Source: an optimization exercise on an open RTL-to-GDS flow (aim: small area, a short achievable clock period and few clock cycles per item). Production flows keep margins and buffers that such runs may drop. Only simulation tests tie the RTL to the original design; equivalence was not proved.

==> flow/design.v <==
module sha256_engine (
    input  wire         clk,
    input  wire         rst,
    input  wire         in_valid,
    output wire         in_ready,
    input  wire         first,
    input  wire [511:0] block,       
    output reg          out_valid,
    output wire [255:0] digest       
);
    localparam [255:0] IV = {32'h6a09e667, 32'hbb67ae85, 32'h3c6ef372, 32'ha54ff53a,
                             32'h510e527f, 32'h9b05688c, 32'h1f83d9ab, 32'h5be0cd19};
    localparam [2047:0] KR = {
        32'hb5c0fbcf, 32'he9b5dba5, 32'h3956c25b, 32'h59f111f1, 32'h923f82a4, 32'hab1c5ed5, 32'hd807aa98, 32'h12835b01,
        32'h243185be, 32'h550c7dc3, 32'h72be5d74, 32'h80deb1fe, 32'h9bdc06a7, 32'hc19bf174, 32'he49b69c1, 32'hefbe4786,
        32'h0fc19dc6, 32'h240ca1cc, 32'h2de92c6f, 32'h4a7484aa, 32'h5cb0a9dc, 32'h76f988da, 32'h983e5152, 32'ha831c66d,
        32'hb00327c8, 32'hbf597fc7, 32'hc6e00bf3, 32'hd5a79147, 32'h06ca6351, 32'h14292967, 32'h27b70a85, 32'h2e1b2138,
        32'h4d2c6dfc, 32'h53380d13, 32'h650a7354, 32'h766a0abb, 32'h81c2c92e, 32'h92722c85, 32'ha2bfe8a1, 32'ha81a664b,
        32'hc24b8b70, 32'hc76c51a3, 32'hd192e819, 32'hd6990624, 32'hf40e3585, 32'h106aa070, 32'h19a4c116, 32'h1e376c08,
        32'h2748774c, 32'h34b0bcb5, 32'h391c0cb3, 32'h4ed8aa4a, 32'h5b9cca4f, 32'h682e6ff3, 32'h748f82ee, 32'h78a5636f,
        32'h84c87814, 32'h8cc70208, 32'h90befffa, 32'ha4506ceb, 32'hbef9a3f7, 32'hc67178f2, 32'h428a2f98, 32'h71374491};
    function [31:0] rotr;
        input [31:0] x;
        input integer n;
        rotr = (x >> n) | (x << (32 - n));
    endfunction
    function [31:0] maj3;
        input [31:0] x, y, z;
        maj3 = (x & y) | (x & z) | (y & z);
    endfunction
    function [31:0] add32;
        input [31:0] x, y;
        reg   [31:0] gg, pp, gn, pn;
        integer i, k;
        begin
            gg = x & y;
            pp = x ^ y;
            for (k = 1; k < 32; k = k * 2) begin
                gn = gg;
                pn = pp;
                for (i = k; i < 32; i = i + 1) begin
                    gn[i] = gg[i] | (pp[i] & gg[i-k]);
                    pn[i] = pp[i] & pp[i-k];
                end
                gg = gn;
                pp = pn;
            end
            add32 = x ^ y ^ {gg[30:0], 1'b0};
        end
    endfunction
    function [31:0] add32s;
        input [31:0] x, y;
        reg   [31:0] gg, pp;
        integer i, k;
        begin
            gg = x & y;
            pp = x ^ y;
            for (k = 1; k < 32; k = k * 2)
                for (i = 2*k - 1; i < 32; i = i + 2*k) begin
                    gg[i] = gg[i] | (pp[i] & gg[i-k]);
                    pp[i] = pp[i] & pp[i-k];
                end
            for (k = 8; k >= 1; k = k / 2)
                for (i = 3*k - 1; i < 32; i = i + 2*k) begin
                    gg[i] = gg[i] | (pp[i] & gg[i-k]);
                    pp[i] = pp[i] & pp[i-k];
                end
            add32s = x ^ y ^ {gg[30:0], 1'b0};
        end
    endfunction
    function [63:0] c42;
        input [31:0] x1, x2, x3, x4;
        reg   [31:0] t12, t34, t, co, ci, cy;
        begin
            t12 = x1 ^ x2;
            t34 = x3 ^ x4;
            co  = (t12 & x3) | (~t12 & x1);        
            ci  = {co[30:0], 1'b0};
            t   = t12 ^ t34;
            cy  = (t & ci) | (~t & x4);
            c42 = {cy[30:0], 1'b0, t ^ ci};
        end
    endfunction
    function [63:0] csa;
        input [31:0] x, y, z;
        csa = {maj3(x, y, z) << 1, x ^ y ^ z};
    endfunction
    reg          busy;                 
    reg          prep;                 
    reg          pend;                 
    reg          fq;                   
    reg          hiv;                  
    reg          f0;                   
    reg          liv_q, xfer_q;        
    reg          ivc;                  
    reg          rdy;
    reg  [5:0]   r;                    
    reg          f61, f62, f63;        
    reg  [31:0]  k_q;                  
    reg  [255:0] h_q;                  
    reg  [31:0]  a, b, c, d, e, f, g, h;
    reg  [31:0]  x_q;                  
    reg  [31:0]  w [0:15];             
    assign in_ready = rdy;
    assign digest   = h_q;
    wire idle = ~busy & ~prep;
    wire r62  = f62;
    wire last = f63;
    wire [255:0] hs = h_q;
    wire [31:0] H0 = hs[255:224], H1 = hs[223:192], H2 = hs[191:160], H3 = hs[159:128];
    wire [31:0] H4 = hs[127:96],  H5 = hs[95:64],   H6 = hs[63:32],   H7 = hs[31:0];
    wire [31:0] s1   = rotr(e, 6) ^ rotr(e, 11) ^ rotr(e, 25);
    wire [31:0] ch   = (e & f) | (~e & g);
    wire [31:0] s0   = rotr(a, 2) ^ rotr(a, 13) ^ rotr(a, 22);
    wire [31:0] mj   = maj3(a, b, c);
    wire [31:0] z0   = last ? hs[255:224] : 32'd0;
    wire [31:0] z4   = last ? hs[127:96]  : 32'd0;
    wire [63:0] p1   = csa(x_q, s1, ch);                 
    wire [63:0] p2   = csa(s0, mj, z0);                  
    wire [63:0] p3   = c42(p1[31:0], p1[63:32], p2[31:0], p2[63:32]);
    wire [31:0] a_n  = add32(p3[31:0], p3[63:32]);
    wire [63:0] q1   = csa(x_q, d, z4);                  
    wire [63:0] q2   = c42(q1[31:0], q1[63:32], ch, s1);    
    wire [31:0] e_n  = add32(q2[31:0], q2[63:32]);
    wire        r61 = f61;
    wire [31:0] ha  = r61 ? H3 : (r62 ? H2 : H1);
    wire [31:0] he  = r61 ? H7 : (r62 ? H6 : H5);
    wire [31:0] za  = add32s(a, ha);
    wire [31:0] ze  = add32s(e, he);
    wire        xfer    = xfer_q;      
    wire        load_iv = liv_q;       
    wire [31:0] a_in = load_iv ? IV[255:224] : (prep ? h_q[255:224] : a_n);
    wire [31:0] b_in = load_iv ? IV[223:192] : (prep ? h_q[223:192] : (last ? za : a));
    wire [31:0] c_in = load_iv ? IV[191:160] : (xfer ? h_q[191:160] : b);
    wire [31:0] d_in = load_iv ? IV[159:128] : (xfer ? h_q[159:128] : c);
    wire [31:0] e_in = load_iv ? IV[127:96]  : (prep ? h_q[127:96]  : e_n);
    wire [31:0] f_in = load_iv ? IV[95:64]   : (prep ? h_q[95:64]   : (last ? ze : e));
    wire [31:0] g_in = load_iv ? IV[63:32]   : (xfer ? h_q[63:32]   : f);
    wire [31:0] h_in = load_iv ? IV[31:0]    : (xfer ? h_q[31:0]    : g);
    wire [63:0] x1  = csa(k_q, w[0], h_in);
    wire [31:0] x_n = add32(x1[31:0], x1[63:32]);
    wire [31:0] ss0   = rotr(w[1], 7) ^ rotr(w[1], 18) ^ (w[1] >> 3);
    wire [31:0] ss1   = rotr(w[14], 17) ^ rotr(w[14], 19) ^ (w[14] >> 10);
    wire [63:0] m1    = csa(w[0], w[9], ss0);
    wire [63:0] m2    = csa(m1[31:0], m1[63:32], ss1);
    wire [31:0] w_new = add32(m2[31:0], m2[63:32]);
    wire wload  = idle | r62;
    integer i;
    always @(posedge clk) begin
        for (i = 0; i < 15; i = i + 1)
            w[i] <= wload ? block[511 - 32*i -: 32] : w[i+1];
        w[15] <= wload ? block[31:0] : w_new;
        x_q <= x_n;
        k_q <= KR[2047 - 32*r -: 32];
        {a, b, c, d, e, f, g, h} <= {a_in, b_in, c_in, d_in, e_in, f_in, g_in, h_in};
        if ((prep & (fq | ivc)) | (f0 & hiv))
            h_q <= IV;
        if (r61) begin
            h_q[159:128] <= za;
            h_q[31:0]    <= ze;
        end
        if (r62) begin
            h_q[191:160] <= za;
            h_q[63:32]   <= ze;
        end
        if (last) begin
            h_q[255:224] <= a_n;
            h_q[223:192] <= za;
            h_q[127:96]  <= e_n;
            h_q[95:64]   <= ze;
        end
        if (rst) begin
            busy      <= 1'b0;
            prep      <= 1'b0;
            pend      <= 1'b0;
            ivc       <= 1'b1;
            rdy       <= 1'b1;
            r         <= 6'd62;
            f0        <= 1'b0;
            liv_q     <= 1'b0;
            xfer_q    <= 1'b0;
            f61       <= 1'b0;
            f62       <= 1'b0;
            f63       <= 1'b0;
            out_valid <= 1'b0;
        end else begin
            out_valid <= last;
            f0  <= prep | (last & pend);
            liv_q  <= in_valid & ((idle & (first | ivc)) | (r62 & first));
            xfer_q <= (idle & in_valid) | r62;
            f61 <= busy & (r == 6'd60);
            f62 <= f61;
            f63 <= f62;
            if (idle) begin
                if (in_valid) begin
                    prep <= 1'b1;
                    fq   <= first;
                    rdy  <= 1'b0;
                    r    <= 6'd63;
                end
            end
            if (prep) begin
                prep <= 1'b0;
                busy <= 1'b1;
                r    <= 6'd0;
                hiv  <= fq | ivc;
                ivc  <= 1'b0;
            end
            if (busy) begin
                r   <= r + 6'd1;
                rdy <= f61;
                if (r62 & in_valid) begin
                    pend <= 1'b1;
                    fq   <= first;
                end
                if (last) begin
                    pend <= 1'b0;
                    hiv  <= fq;
                    if (!pend) begin
                        busy <= 1'b0;
                        r    <= 6'd62;
                        rdy  <= 1'b1;
                    end
                end
            end
        end
    end
endmodule
export LEC_CHECK = 0
export ABC_AREA = 1
export CAP_MARGIN = 20
export CORE_MARGIN = 2
export CORE_UTILIZATION = 40
export CTS_CLUSTER_DIAMETER = 60
export CTS_CLUSTER_SIZE = 30
export PLACE_DENSITY = 0.75
export SLEW_MARGIN = 20
create_clock -name core_clock -period 10.0 [get_ports {clk}]
standard.sh (not shown) runs the stock make flow with config.mk's settings and CLKGATE_MAP_FILE= SYNTH_SCRIPT=/design/flow/synth_recipe.tcl, a recipe that flattens the netlist after the stock synthesis.
==> flow/flow/run.sh <==
#!/bin/bash
set -euo pipefail
export SETUP_SLACK_MARGIN=6
export BUFFER_PORTS_ARGS="-buffer_cell sky130_fd_sc_hd__buf_1"
bash standard.sh > standard.log 2>&1
Testbench counts at the start, summed over its fixed seeds: cycles 81,944, blocks 1,280.
Next try:
==> flow/flow/run.sh (replaced) <==
#!/bin/bash
set -euo pipefail
export SETUP_SLACK_MARGIN=5.8
export BUFFER_PORTS_ARGS="-buffer_cell sky130_fd_sc_hd__buf_1"
bash standard.sh > standard.log 2>&1
CTS_CLUSTER_DIAMETER = unset   (was 60)
CTS_CLUSTER_SIZE = unset   (was 30)
PLACE_DENSITY = unset   (was 0.75)
Result:
- The new run passed the timing, design-rule and antenna checks
- design area falls by 3.3%
- count of clock-buffer cells in the layout went up by 73
- maximum frequency is higher by 0.35%
- setup slack improved by 15 ps
- routed wire length is lower by 4.2%
Next try:
==> flow/flow/run.sh (replaced) <==
#!/bin/bash
set -euo pipefail
export SETUP_SLACK_MARGIN=6.4
export BUFFER_PORTS_ARGS="-buffer_cell sky130_fd_sc_hd__buf_1"
bash standard.sh > standard.log 2>&1
PLACE_DENSITY = 0.75   (was unset)
Result: Area after synthesis does not change. First-iteration DRC count rises by 32%. Wire length climbs by 9.6%. Worst hold slack got worse by 89 ps. Die area does not change.

==> port drivers added, routing unchanged <==
No port has a modelled driver above. Below, the same layouts with a new extraction and two added sets of constraints.
Step 1 assumes that a clkbuf_16 drives the clock port and a buf_2 every other input.
Step 2 times the ports against the registers' clock, not the clock port: input delays grow and output delays shrink by t, the midpoint of the rising clock arrivals with the driver on.
Three values: ideal ports, drivers, drivers and shift; two values: the first two.
run | t, ns | setup slack, ns | worst setup path at the end | worst register clock-pin slew, ns | cell pins on the clock port's net
the first run | 0.822 | 5.789 / 5.789 / 5.789 | register to register | 0.11 / 0.11 | 1
the second run | 0.822 | 5.804 / 5.804 / 5.804 | register to register | 0.08 / 0.08 | 1
the third run | 0.844 | 5.785 / 5.785 / 5.785 | register to register | 0.07 / 0.07 | 1
After both steps setup and hold are still met in every run listed.
